Background: an optimization exercise with open tools, aiming at small area, a short achievable clock period and few clock cycles per item. Do not read the settings as production practice. Function not checked in this run: the RTL went through the layout flow alone.

[run.sh]
#!/bin/bash
# synth_recipe.tcl (not shown) runs the flow's synth.tcl, then flattens the netlist and writes it again
# the make line also repeats each setting of config.mk as NAME=value (left out here)
make -C /OpenROAD-flow-scripts/flow DESIGN_CONFIG=/design/flow/config.mk WORK_HOME=/design/flow/orfs CLKGATE_MAP_FILE= SYNTH_SCRIPT=/design/flow/synth_recipe.tcl finish
[config.mk]
export PLATFORM = sky130hd
export DESIGN_NAME = mx_narrow
export DESIGN_NICKNAME = mx_narrow
export VERILOG_FILES = /design/flow/design.v
export SDC_FILE = /design/flow/constraint.sdc
export NUM_CORES = 4
export LEC_CHECK = 0
export CAP_MARGIN = 20
export CORE_MARGIN = 2
export CORE_UTILIZATION = 40
export PLACE_DENSITY = 0.6
export SLEW_MARGIN = 20
[constraint.sdc]
create_clock -name core_clock -period 18.0 [get_ports {clk}]
set_input_delay 3.6000 -clock core_clock [delete_from_list [all_inputs] [get_ports {clk}]]
set_output_delay 3.6000 -clock core_clock [all_outputs]
set_load 0.01 [all_outputs]
[design.v]
module mx_narrow (
    input  wire        clk,
    input  wire        rst,
    input  wire        in_valid,
    output wire        in_ready,
    input  wire [31:0] in_data,
    input  wire [3:0]  in_fmt,
    output wire        out_valid,
    input  wire        out_ready,
    output wire [7:0]  out_elem,
    output wire [7:0]  out_scale,
    output wire        out_last
);
    function f_is_fp;   input [3:0] f; f_is_fp = (f >= 4'd4) && (f <= 4'd8); endfunction
    function f_is_fp8;  input [3:0] f; f_is_fp8 = (f == 4'd4) || (f == 4'd5); endfunction
    function [3:0] f_emax;
        input [3:0] f;
        case (f)
        4'd4: f_emax = 4'd8;
        4'd5: f_emax = 4'd15;
        4'd6: f_emax = 4'd2;
        4'd7: f_emax = 4'd4;
        4'd8: f_emax = 4'd2;
        default: f_emax = 4'd0;
        endcase
    endfunction
    function signed [5:0] f_c1;
        input [3:0] f;
        case (f)
        4'd4: f_c1 = -6'sd6;
        4'd5: f_c1 = -6'sd14;
        4'd6: f_c1 = 6'sd0;
        4'd7: f_c1 = -6'sd2;
        4'd8: f_c1 = 6'sd0;
        default: f_c1 = 6'sd1;
        endcase
    endfunction
    function [2:0] f_c2;
        input [3:0] f;
        case (f)
        4'd4: f_c2 = 3'd4;
        4'd5: f_c2 = 3'd5;
        4'd6: f_c2 = 3'd4;
        4'd7: f_c2 = 3'd5;
        4'd8: f_c2 = 3'd6;
        default: f_c2 = 3'd0;
        endcase
    endfunction
    function [6:0] f_maxenc;
        input [3:0] f;
        case (f)
        4'd4: f_maxenc = 7'h7E;
        4'd5: f_maxenc = 7'h7B;
        4'd6: f_maxenc = 7'h1F;
        4'd7: f_maxenc = 7'h1F;
        4'd8: f_maxenc = 7'h07;
        default: f_maxenc = 7'h7F;
        endcase
    endfunction
    function [1:0] f_mbits;
        input [3:0] f;
        case (f)
        4'd4: f_mbits = 2'd3;
        4'd5: f_mbits = 2'd2;
        4'd6: f_mbits = 2'd3;
        4'd7: f_mbits = 2'd2;
        4'd8: f_mbits = 2'd1;
        default: f_mbits = 2'd0;
        endcase
    endfunction
    function [7:0] f_scale;
        input [7:0] m;
        input [3:0] f;
        f_scale = (m > {4'd0, f_emax(f)}) ? (m - {4'd0, f_emax(f)}) : 8'd0;
    endfunction
    reg [4:0] ph;        
    reg [4:0] wj;        
    reg [4:0] rj;        
    reg       dv;        
    reg       in_rdy;
    assign in_ready = in_rdy;
    wire in_fire    = in_valid & in_rdy;
    wire completing = in_fire & (wj == 5'd31);
    reg [7:0] mf;  reg nf;  reg [3:0] ff;       
    reg [7:0] cm;  reg cn;  reg [3:0] cf;       
    reg [7:0] ds;  reg dn;  reg [3:0] df;       
    wire [7:0] in_e   = in_data[30:23];
    wire       in_e1  = &in_e;
    wire       in_mnz = |in_data[22:0];
    wire       in_nan = in_e1 & in_mnz;
    wire [7:0] in_eff = in_e1 ? (in_mnz ? 8'd0 : 8'd254) : in_e;
    wire [7:0] new_m  = (wj == 5'd0) ? in_eff : ((in_eff > mf) ? in_eff : mf);
    wire       new_n  = (wj == 5'd0) ? in_nan : (nf | in_nan);
    reg [31:0] s1_d;
    reg        s1_v;
    reg        s1_int;
    wire        p_sg = s1_d[31];
    wire [7:0]  p_e  = s1_d[30:23];
    wire [22:0] p_m  = s1_d[22:0];
    reg  [23:5] p_s;      
    reg  [3:0]  p_f;
    reg  [4:0]  p_l;
    integer k;
    always @(*) begin
        p_s[23] = 1'b0;
        for (k = 22; k >= 5; k = k - 1)
            p_s[k] = p_s[k+1] | p_m[k];
        p_f = 4'd0;
        p_l = 5'd0;
        for (k = 5; k <= 22; k = k + 1)
            if (p_m[k] & ~p_s[k+1]) begin
                p_f = p_m[k-1 -: 4];
                p_l = k[4:0];
            end
    end
    wire p_st_sub = |(p_m[17:0] & p_s[22:5]);
    reg [7:0] p_ec;
    reg [7:0] p_lo;
    always @(*) begin
        if (p_e == 8'hFF) begin
            if (p_m != 23'd0) begin
                p_ec = 8'hFF; p_lo = 8'h00;
            end else begin
                p_ec = 8'hFE; p_lo = s1_int ? 8'hFF : 8'hF8;
            end
        end else if (p_e == 8'h00) begin
            if (s1_int) begin
                p_ec = p_m[22] ? 8'hFF : 8'h00;
                p_lo = {p_m[21:15], |p_m[14:0]};
            end else if (p_s[5]) begin
                p_ec = {3'd0, p_l};
                p_lo = {p_f, p_st_sub, 1'b1, 2'b00};
            end else begin
                p_ec = 8'h00; p_lo = 8'h00;
            end
        end else begin
            p_ec = p_e;
            p_lo = s1_int ? {p_m[22:16], |p_m[15:0]} : {p_m[22:19], |p_m[18:0], 3'b000};
        end
    end
    wire [16:0] pack = {p_sg, p_ec, p_lo};
    reg [17*32-1:0] ring;
    wire [16:0] ring_rd = ring[17*30-1 -: 17];    
    always @(posedge clk) begin
        ring <= {ring[17*31-1:0], s1_v ? pack : ring[17*32-1 -: 17]};
    end
    reg [16:0] a_d;
    reg        a_v, a_cplt, a_first, a_last;
    reg        b_v, b_first, b_last;
    reg        b_sg, b_rnd, b_zero, b_nan;
    reg [6:0]  b_kept;
    reg [4:0]  b_eb;
    reg        o_v, o_last;
    reg [7:0]  o_elem, o_scale;
    assign out_valid = o_v;
    assign out_elem  = o_elem;
    assign out_scale = o_scale;
    assign out_last  = o_last;
    wire stall = o_v & ~out_ready;
    wire a_go  = a_v & a_cplt & ~stall;
    wire rd    = (ph + 5'd2 == rj) & (dv | (rj < wj)) & (~a_v | a_go);
    wire [3:0] s_f  = a_first ? cf : df;
    wire [7:0] s_s  = a_first ? f_scale(cm, cf) : ds;
    wire       s_fp = f_is_fp(s_f);
    wire        a_sg = a_d[16];
    wire [7:0]  a_ec = a_d[15:8];
    wire [7:0]  a_lo = a_d[7:0];
    wire        a_flag = s_fp & a_lo[2];
    wire        a_zero = s_fp & (a_ec == 8'd0) & ~a_lo[2];
    wire        a_nan  = s_fp & (a_ec == 8'hFF);
    wire signed [10:0] a_exp = a_flag ? ($signed({3'd0, a_ec}) - 11'sd22) :
                               (~s_fp & (a_ec == 8'hFF)) ? 11'sd0 :
                               $signed({3'd0, a_ec});
    wire [7:0]  a_sig = s_fp ? (a_zero ? 8'd0 : {1'b1, a_lo[7:4], 3'b000})
                             : {a_ec != 8'd0, a_lo[7:1]};
    wire        a_st  = s_fp ? a_lo[3] : a_lo[0];
    wire signed [5:0]  a_c1 = f_c1(s_f);
    wire signed [10:0] a_u = $signed({3'd0, s_s}) - a_exp + {{5{a_c1[5]}}, a_c1};
    wire [10:0] a_upos = a_u[10] ? 11'd0 : a_u;
    wire [10:0] a_shw  = a_upos + {8'd0, f_c2(s_f)};
    wire [3:0]  a_sh   = (a_shw > 11'd9) ? 4'd9 : a_shw[3:0];
    wire [10:0] a_uneg = -a_u;
    wire [4:0]  a_eb   = (a_u[10] & s_fp & ~a_zero) ? a_uneg[4:0] : 5'd0;
    wire [16:0] a_wide   = {a_sig, 9'd0} >> a_sh;
    wire [7:0]  a_kept   = a_wide[16:9];
    wire        a_guard  = a_wide[8];
    wire        a_sticky = (|a_wide[7:0]) | a_st;
    wire        a_rnd    = a_guard & (a_sticky | a_kept[0]);
    wire        d_fp   = f_is_fp(df);
    wire [1:0]  d_mb   = f_mbits(df);
    wire [6:0]  d_max  = f_maxenc(df);
    wire        d_bnan = dn & ~f_is_fp8(df);
    wire [7:0]  b_n    = {1'b0, b_kept} + {7'd0, b_rnd};
    wire [9:0]  b_enc  = ({5'd0, b_eb} << d_mb) + {2'd0, b_n};
    wire [6:0]  b_fmag = (b_enc > {3'd0, d_max}) ? d_max : b_enc[6:0];
    reg  [7:0]  b_fel;
    always @(*) begin
        b_fel = {1'b0, b_fmag};
        case (df)
        4'd6, 4'd7: b_fel[5] = b_sg;
        4'd8:       b_fel[3] = b_sg;
        default:    b_fel[7] = b_sg;
        endcase
    end
    wire [6:0]  b_imag = b_n[7] ? 7'd127 : b_n[6:0];
    wire [7:0]  b_iel  = b_sg ? (8'd0 - {1'b0, b_imag}) : {1'b0, b_imag};
    wire [7:0]  b_el   = d_bnan ? 8'h00 :
                         (b_nan & f_is_fp8(df)) ? 8'h7F :
                         d_fp ? b_fel : b_iel;
    wire [4:0] wj_n = wj + {4'd0, in_fire};
    wire [4:0] rj_n = rj + {4'd0, rd};
    wire       dv_n = completing ? 1'b1 : (rd & (rj == 5'd31)) ? 1'b0 : dv;
    wire       rdy_n = (ph + 5'd2 == wj_n) & (~dv_n | (wj_n < rj_n));
    always @(posedge clk) begin
        s1_d   <= in_data;
        s1_int <= ~f_is_fp((wj == 5'd0) ? in_fmt : ff);
        if (in_fire) begin
            mf <= new_m;
            nf <= new_n;
            if (wj == 5'd0) ff <= in_fmt;
        end
        if (completing) begin
            cm <= new_m;
            cn <= new_n;
            cf <= ff;
        end
        if (rd) begin
            a_d     <= ring_rd;
            a_first <= (rj == 5'd0);
            a_last  <= (rj == 5'd31);
        end
        if (a_go & a_first) begin
            ds <= s_s;
            dn <= cn;
            df <= cf;
        end
        if (~stall) begin
            b_first <= a_first;
            b_last  <= a_last;
            b_sg    <= a_sg;
            b_rnd   <= a_rnd;
            b_zero  <= a_zero;
            b_nan   <= a_nan;
            b_kept  <= a_kept[6:0];
            b_eb    <= a_eb;
            o_last  <= b_last;
            o_elem  <= b_el;
            o_scale <= d_bnan ? 8'hFF : ds;
        end
        if (rst) begin
            ph     <= 5'd31;
            wj     <= 5'd0;
            rj     <= 5'd0;
            dv     <= 1'b0;
            in_rdy <= 1'b1;
            s1_v   <= 1'b0;
            a_v    <= 1'b0;
            a_cplt <= 1'b0;
            b_v    <= 1'b0;
            o_v    <= 1'b0;
        end else begin
            ph     <= ph + 5'd1;
            wj     <= wj_n;
            rj     <= rj_n;
            dv     <= dv_n;
            in_rdy <= rdy_n;
            s1_v   <= in_fire;
            if (rd) begin
                a_v    <= 1'b1;
                a_cplt <= dv | completing;
            end else begin
                if (a_go) a_v <= 1'b0;
                if (completing) a_cplt <= 1'b1;
            end
            if (~stall) begin
                b_v <= a_v & a_cplt;
                o_v <= b_v;
            end
        end
    end
endmodule
==> summary.txt <==
[final cells by class]
type                    instances  area [um^2]  area share
flip-flops and latches        690        14700       0.605
multi-input cells             851         5690       0.234
clock buffers                  92         1960      0.0804
well taps                     680          851      0.0350
repair buffers                 62          611      0.0251
inverters                      88          330      0.0136
clock inverters                21          159     0.00653
[state kept, by name (all words and copies together) (netlist names), 4 cells and up]
register / flops
a_d: 17
b_eb: 5
b_kept: 7
cf: 4
cm: 8
df: 4
ds: 8
ff: 4
mf: 8
o_elem: 8
o_scale: 8
ph: 5
ring: 544
rj: 5
s1_d: 32
wj: 5
[per-stage QoR]
step / hold WS, ns / cells / util
6_report: 0.311 / 2484 / 0.472
4_1_cts: 0.313 / 2484 / 0.472
5_1_grt: 0.318 / 2484 / 0.472
2_1_floorplan: 0.310 / 1669 / -
3_5_place_dp: 0.312 / 2371 / 0.431
3_3_place_gp: 0.310 / 2371 / 0.431
[cells by family after synthesis]
| kind of cell | after synthesis | synth area share |
|---|---|---|
| multiplexers | 38 | 0.0194 |
| adder cells (fa/ha/maj) | 71 | 0.0465 |
| buffers and inverters | 128 | 0.0235 |
| AND/OR/NAND/NOR | 397 | 0.0929 |
| XOR/XNOR | 47 | 0.0197 |
| AO/OA/AOI/OAI | 298 | 0.0928 |
| flip-flops | 690 | 0.705 |
[cells in the final DEF (no fill, tap or decap), types with 7 or more instances in the layout]
cell             netlist  layout
mux2i_1               19      19
fa_1                  11      11
o22ai_1               10      10
clkbuf_16              0      71
nand3_1               33      33
clkdlybuf4s50_1        0      58
clkbuf_8               0      10
a211oi_1              12      12
clkbuf_1              34      11
nand2b_1              27      26
ha_1                  60      60
inv_1                 88      88
or4_1                  7       7
or2_2                  8       8
and2_1                17      17
xor2_1                21      21
and3_1                 8       8
a21oi_1               89      89
a221oi_1               8       8
nor2b_1               25      25
a21o_1                23      23
edfxtp_1              91      91
nand4_1               15      15
clkinv_2               0      12
o211ai_1               9       9
nor3_1                28      27
nor2_1               116     114
nor4_1                11      11
xnor2_1               26      26
a31oi_1               11      11
nand2_1               82      82
o21ai_0               60      60
dfxtp_1              599     599
or3_1                  8       8
mux2_2                19      19
[power breakdown]
part	total (uW)	switching (uW)	internal, uW
Sequential	1700	39.4	1660
Clock	1320	549	776
Combinational	109	59.1	49.6
[worst max-delay path: cells and delay by family (launching register included)]
family | cells | cell delay (ns)
AOI/OAI and AO/OA | 14 | 3.49
xor gates and xnor gates | 1 | 0.40
adders and majority gates | 5 | 1.68
buffers and inverters | 3 | 0.21
DFF | 1 | 0.49
muxes | 1 | 0.30
and+or+nand+nor | 6 | 1.91
[per-layer routing]
layer | track usage | routed length (um)
met1 | 0.201 | 18500
met3 | 0.0324 | 2020
met5 | 0 | 0
met4 | 0.0482 | 921
met2 | 0.209 | 15900
[worst paths after layout]
check / startpoint / to / cells past startpoint / slack [ns]
worst min register to register: ring[348] / ring[365] / 0 / 0.31
worst max-delay path: cf[1] / b_rnd / 30 / 9.27
worst min-delay path: ring[348] / ring[365] / 0 / 0.31
worst max register to register: cf[1] / b_rnd / 30 / 9.27
==> results.json <==
{
  "fillers": 4657,
  "syn_area_um2": 20900,
  "maxSlewViolCount": 0,
  "netlist_top_cells_area": "dfxtp_1, edfxtp_1, ha_1, a21oi_1, nor2_1",
  "synth_edf_count": 91,
  "path_clk_slew_ns": 0.06,
  "wl_mm": 37.4,
  "place_ws_ns": 8.99,
  "die_w_um": 232,
  "cts_root_buf": "clkbuf_16",
  "ys_warn_count": 1,
  "syn_area_per_cell_um2": 12.5,
  "crit_fanout": 13,
  "first_iter_violations": 994,
  "post-route-drc-count": 0,
  "syn_to_final_growth_pct": 16.5,
  "port_buffers": 58,
  "hold_viol": 0,
  "cp.required_ns": 18.31,
  "async_flop_share": 0,
  "setup_tns_ns": 0,
  "critPathSlowestCell": "o41ai_2",
  "cts_hold_buffers": 0,
  "io_pins": 59,
  "dr.pass1.iters": 8,
  "grt_pass1_wl_mm": 60.8,
  "clock_sinks": 690,
  "rsz0062_at_grt": "no",
  "grt_use_total": 0.141,
  "drive_gt1_frac": 0.0798,
  "total_power_uw": 3140,
  "postCtsSetupRepairBufs": 0,
  "ir_drop_v": 0.0000859,
  "criticalPathCategory": "reg -> reg",
  "synth_top_cell_area_share": 0.574,
  "synth_cell_types": 72,
  "cts_buffers": 66,
  "antenna_found_initial": 0,
  "clk_latency_ns": 0.57,
  "slew_headroom": 0.376,
  "die_area_um2": 54000,
  "grt_remaining_overflow": 0,
  "endpoint_kind": "register",
  "stdcell_area_um2": 24300,
  "period_share": 0.485,
  "yosys-top-cells-count": "dfxtp_1, nor2_1, edfxtp_1",
  "holdCritPathClass": "reg -> reg",
  "slowest_delay_ns": 0.66,
  "max_freq_mhz": 114,
  "placementRows": 83,
  "maxCapViolCount": 0,
  "hpwl_mm": 25.3,
  "worst_clock_skew_ns": 0.0173,
  "yosys.area.top_type": "dfxtp_1",
  "die_h_um": 232,
  "viasPerCell": 4.85,
  "h-tree-depth": 3,
  "synth_fp_nets": 1780,
  "synth_seq_cells": 690,
  "fin_crit_ns": 8.73,
  "grt_pass1_vias": 11712,
  "critPathArrivalTime_ns": 9.05,
  "worst_pin_slew_ns": 0.932,
  "gp_congestion": 0.879,
  "core_um2": 51500,
  "worst_slack_ns": 9.27,
  "wl_per_cell_um": 15.1,
  "synth.most_common_cell": "dfxtp_1",
  "p_leak_uw": 0.00992,
  "dpl-instance-area_um2": 22200,
  "routed-via-count": 12037,
  "powerDensity_nw_per_um2": 129,
  "grt_max_degree": 38,
  "ant_nets": 0,
  "seq_area_frac_synth": 0.705,
  "status": "finished clean",
  "synth_cells": 1669,
  "initial_core_util": 0.405,
  "cts_tree": "yes",
  "cp-start-kind": "register",
  "antennaDiodeCount": 0,
  "ys.flop_type": "dfxtp_1",
  "fin_nets": 1870,
  "setup_violations": 0,
  "ctsResizeCount": 0,
  "ctsLongestPathBuffers": 3
}

==> static timing again, ports no longer ideal <==
No port has a modelled driver above. Below, the same layout with a new extraction and two added sets of constraints. Step 1: set_driving_cell puts a clkbuf_16 on clk and a buf_2 on each other input, an assumption about the parent block. Step 2 moves the port delays by t, midway between the first and last clock arrival at a register: inputs arrive t later, outputs are due t later. That takes back most of the time a late clock gives input paths. Slacks: ideal / step 1 / step 2; pairs: ideal / step 1.
shift t [ns]: 0.621
setup WS [ns]: 9.266 / 9.266 / 9.266
worst setup path at the end: register to register
latest minus earliest clock arrival (ns): 0.019 / 0.020
slew at the worst register clock pin (ns): 0.06 / 0.06
After both steps setup and hold are still met in this run. For this run, drivers alone change the setup slack by 0.000 ns; drivers and shift together by 0.000 ns.
